Context: an optimization exercise on an open-source flow, tuned for small area, a short achievable clock period and few clock cycles. The choices shown serve that exercise and are no tape-out recipe. In this exercise RTL edits were held to simulation tests only and were not proved equivalent to the original.

## grd_sha256
module grd_sha256 (
    input  wire         clk,
    input  wire         rst,         
    input  wire         in_valid,
    output wire         in_ready,
    input  wire [31:0]  in_word,
    output reg          out_valid,
    output wire [255:0] out_dig
);
Size in the first run: about 5000 cells after synthesis, ~890 flip-flops, ~0.043 mm^2 of cells after synthesis.
==> flow/config.mk <==
export PLATFORM = sky130hd
export DESIGN_NAME = grd_sha256
export DESIGN_NICKNAME = grd_sha256
export VERILOG_FILES = /design/flow/design.v
export SDC_FILE = /design/flow/constraint.sdc
export NUM_CORES = 4
export LEC_CHECK = 0
export CAP_MARGIN = 20
export CORE_MARGIN = 2
export CORE_UTILIZATION = 40
export PLACE_DENSITY = 0.6
export SLEW_MARGIN = 20
==> flow/constraint.sdc <==
create_clock -name core_clock -period 12.0 [get_ports {clk}]
set_input_delay 2.4000 -clock core_clock [delete_from_list [all_inputs] [get_ports {clk}]]
set_output_delay 2.4000 -clock core_clock [all_outputs]
set_load 0.01 [all_outputs]
standard.sh (not shown) runs the stock make flow with config.mk's settings and CLKGATE_MAP_FILE= SYNTH_SCRIPT=/design/flow/synth_recipe.tcl, a recipe that flattens the netlist after the stock synthesis.
==> flow/flow/run.sh <==
#!/bin/bash
# Layout flow: the standard flow (standard.sh: ORFS's synthesis and
# steps), with these changes to how the layout is made:
#  - the timing repair aims at a larger setup margin (8 ns), for the 5% worst
#    endpoints, so that the layout runs at a shorter period than the 12 ns
#    constraint requires;
#  - ABC maps with its area script;
#  - the port buffers that global placement inserts are buf_2 cells;
#  - a denser floorplan (50% core utilisation, placement density 0.65).
# The full make output goes to standard_flow.log; ORFS keeps each step's log
# under orfs/logs.
set -euo pipefail
bash standard.sh SETUP_SLACK_MARGIN=8 TNS_END_PERCENT=5 ABC_AREA=1 \
  CORE_UTILIZATION=50 PLACE_DENSITY=0.65 \
  "BUFFER_PORTS_ARGS=-buffer_cell sky130_fd_sc_hd__buf_2" \
  finish > standard_flow.log 2>&1
Testbench counts at the start, summed over its fixed seeds: cycles 82,212.
Edit:
--- a/flow/flow/run.sh
+++ b/flow/flow/run.sh
@@ -7,10 +7,10 @@
 #  - ABC maps with its area script;
 #  - the port buffers that global placement inserts are buf_2 cells;
-#  - a denser floorplan (50% core utilisation, placement density 0.65).
+#  - a denser floorplan (55% core utilisation, placement density 0.7).
 # The full make output goes to standard_flow.log; ORFS keeps each step's log
 # under orfs/logs.
 set -euo pipefail
 bash standard.sh SETUP_SLACK_MARGIN=8 TNS_END_PERCENT=5 ABC_AREA=1 \
-  CORE_UTILIZATION=50 PLACE_DENSITY=0.65 \
+  CORE_UTILIZATION=55 PLACE_DENSITY=0.7 \
   "BUFFER_PORTS_ARGS=-buffer_cell sky130_fd_sc_hd__buf_2" \
   finish > standard_flow.log 2>&1
- The new run completed without violations
- non-clock buffer count decreases by 10
- fmax went down by a few percent
- area after synthesis does not change
- worst hold slack stays flat
- design area barely changes
Edit:
--- a/flow/flow/run.sh
+++ b/flow/flow/run.sh
@@ -7,10 +7,10 @@
 #  - ABC maps with its area script;
 #  - the port buffers that global placement inserts are buf_2 cells;
-#  - a denser floorplan (55% core utilisation, placement density 0.7).
+#  - a floorplan at 45% core utilisation, placement density 0.6.
 # The full make output goes to standard_flow.log; ORFS keeps each step's log
 # under orfs/logs.
 set -euo pipefail
 bash standard.sh SETUP_SLACK_MARGIN=8 TNS_END_PERCENT=5 ABC_AREA=1 \
-  CORE_UTILIZATION=55 PLACE_DENSITY=0.7 \
+  CORE_UTILIZATION=45 PLACE_DENSITY=0.6 \
   "BUFFER_PORTS_ARGS=-buffer_cell sky130_fd_sc_hd__buf_2" \
   finish > standard_flow.log 2>&1
Setup slack is better by 0.20 ns.
Wire length went up by a few percent.
Hold slack got worse by 0.0071 ns.
Design area rose slightly.

========
grd_sha256, a different RTL version from the one above (not shown whole).
Size: about 4500 cells after synthesis, roughly 290 I/O pins, ~45000 µm² of cells after synthesis.
==> flow/config.mk <==
export PLATFORM = sky130hd
export DESIGN_NAME = grd_sha256
export DESIGN_NICKNAME = grd_sha256
export VERILOG_FILES = /design/flow/design.v
export SDC_FILE = /design/flow/constraint.sdc
export NUM_CORES = 4
export LEC_CHECK = 0
export CAP_MARGIN = 20
export CORE_MARGIN = 2
export CORE_UTILIZATION = 40
export PLACE_DENSITY = 0.6
export SLEW_MARGIN = 20
==> flow/constraint.sdc <==
create_clock -name core_clock -period 12.0 [get_ports {clk}]
set_input_delay 2.4000 -clock core_clock [delete_from_list [all_inputs] [get_ports {clk}]]
set_output_delay 2.4000 -clock core_clock [all_outputs]
set_load 0.01 [all_outputs]
==> flow/flow/run.sh <==
#!/bin/bash
# Layout flow: the standard flow (standard.sh: the standard synthesis and
# steps), with two changes to how the layout is made:
#  - the timing repair aims at a larger setup margin, so that the layout runs
#    at a shorter period than the 12 ns constraint requires;
#  - the port buffers that global placement inserts are buf_4 cells.
# The full make output goes to standard_flow.log; ORFS keeps each step's log
# under orfs/logs.
set -euo pipefail
bash standard.sh SETUP_SLACK_MARGIN=8 "BUFFER_PORTS_ARGS=-buffer_cell sky130_fd_sc_hd__buf_4" finish > standard_flow.log 2>&1
Testbench counts at the start, summed over its fixed seeds: cycles 82,212.
Then changed:
==> flow/flow/run.sh (replaced) <==
#!/bin/bash
# Layout flow: the standard flow (standard.sh: ORFS's synthesis and
# steps), with these changes to how the layout is made:
#  - the timing repair aims at a larger setup margin (8 ns), for the 5% worst
#    endpoints, so that the layout runs at a shorter period than the 12 ns
#    constraint requires;
#  - ABC maps with its area script;
#  - the port buffers that global placement inserts are buf_2 cells;
#  - a denser floorplan (55% core utilisation, placement density 0.7).
# The full make output goes to standard_flow.log; ORFS keeps each step's log
# under orfs/logs.
set -euo pipefail
bash standard.sh SETUP_SLACK_MARGIN=8 TNS_END_PERCENT=5 ABC_AREA=1 \
  CORE_UTILIZATION=55 PLACE_DENSITY=0.7 \
  "BUFFER_PORTS_ARGS=-buffer_cell sky130_fd_sc_hd__buf_2" \
  finish > standard_flow.log 2>&1
Outcome: Fmax came out higher by a few percent. Utilization came out higher by 14 points. Register-to-register slack improves by 0.24 ns. Worst hold slack improves by 0.0032 ns. Synthesized cell count came out higher by about a fifth. Routed wire length came out higher by roughly a tenth. Critical path depth came out lower by 5.

==> static timing again, ports no longer ideal <==
The results above use ideal ports. As a check the final layouts listed here were re-extracted and re-timed, cells and wires unchanged.
Step 1 (the two cells are an assumption about what drives the block):
set clk [get_ports {clk}]
set_driving_cell -lib_cell sky130_fd_sc_hd__clkbuf_16 $clk
set_driving_cell -lib_cell sky130_fd_sc_hd__buf_2 [delete_from_list [all_inputs] $clk]
Step 2 times the ports against the registers' clock, not the clock port: input delays grow and output delays shrink by t, the midpoint of the rising clock arrivals with the driver on.
Three values: ideal, step 1, step 2; two values: the first two.
| run | shift t [ns] | setup WS [ns] | hold WS [ns] | latest minus earliest clock arrival (ns) |
|---|---|---|---|---|
| the first run of note 1 | 0.731 | 7.693 / 7.693 / 7.574 | 0.307 / 0.307 / 0.307 | 0.052 / 0.052 |
| the second run of note 1 | 0.756 | 7.575 / 7.575 / 7.303 | 0.308 / 0.308 / 0.308 | 0.058 / 0.058 |
| the third run of note 1 | 0.763 | 7.778 / 7.778 / 7.294 | 0.301 / 0.301 / 0.301 | 0.045 / 0.044 |
| the first run of note 2 | 0.760 | 7.526 / 7.526 / 7.526 | 0.279 / 0.279 / 0.279 | 0.087 / 0.087 |
| the second run of note 2 | 0.768 | 7.766 / 7.766 / 7.766 | 0.282 / 0.282 / 0.282 | 0.082 / 0.083 |
After both steps setup and hold are still met in every run listed. For the third run of note 1, which loses most, drivers alone change the setup slack by 0.000 ns; drivers and shift together by -0.484 ns.
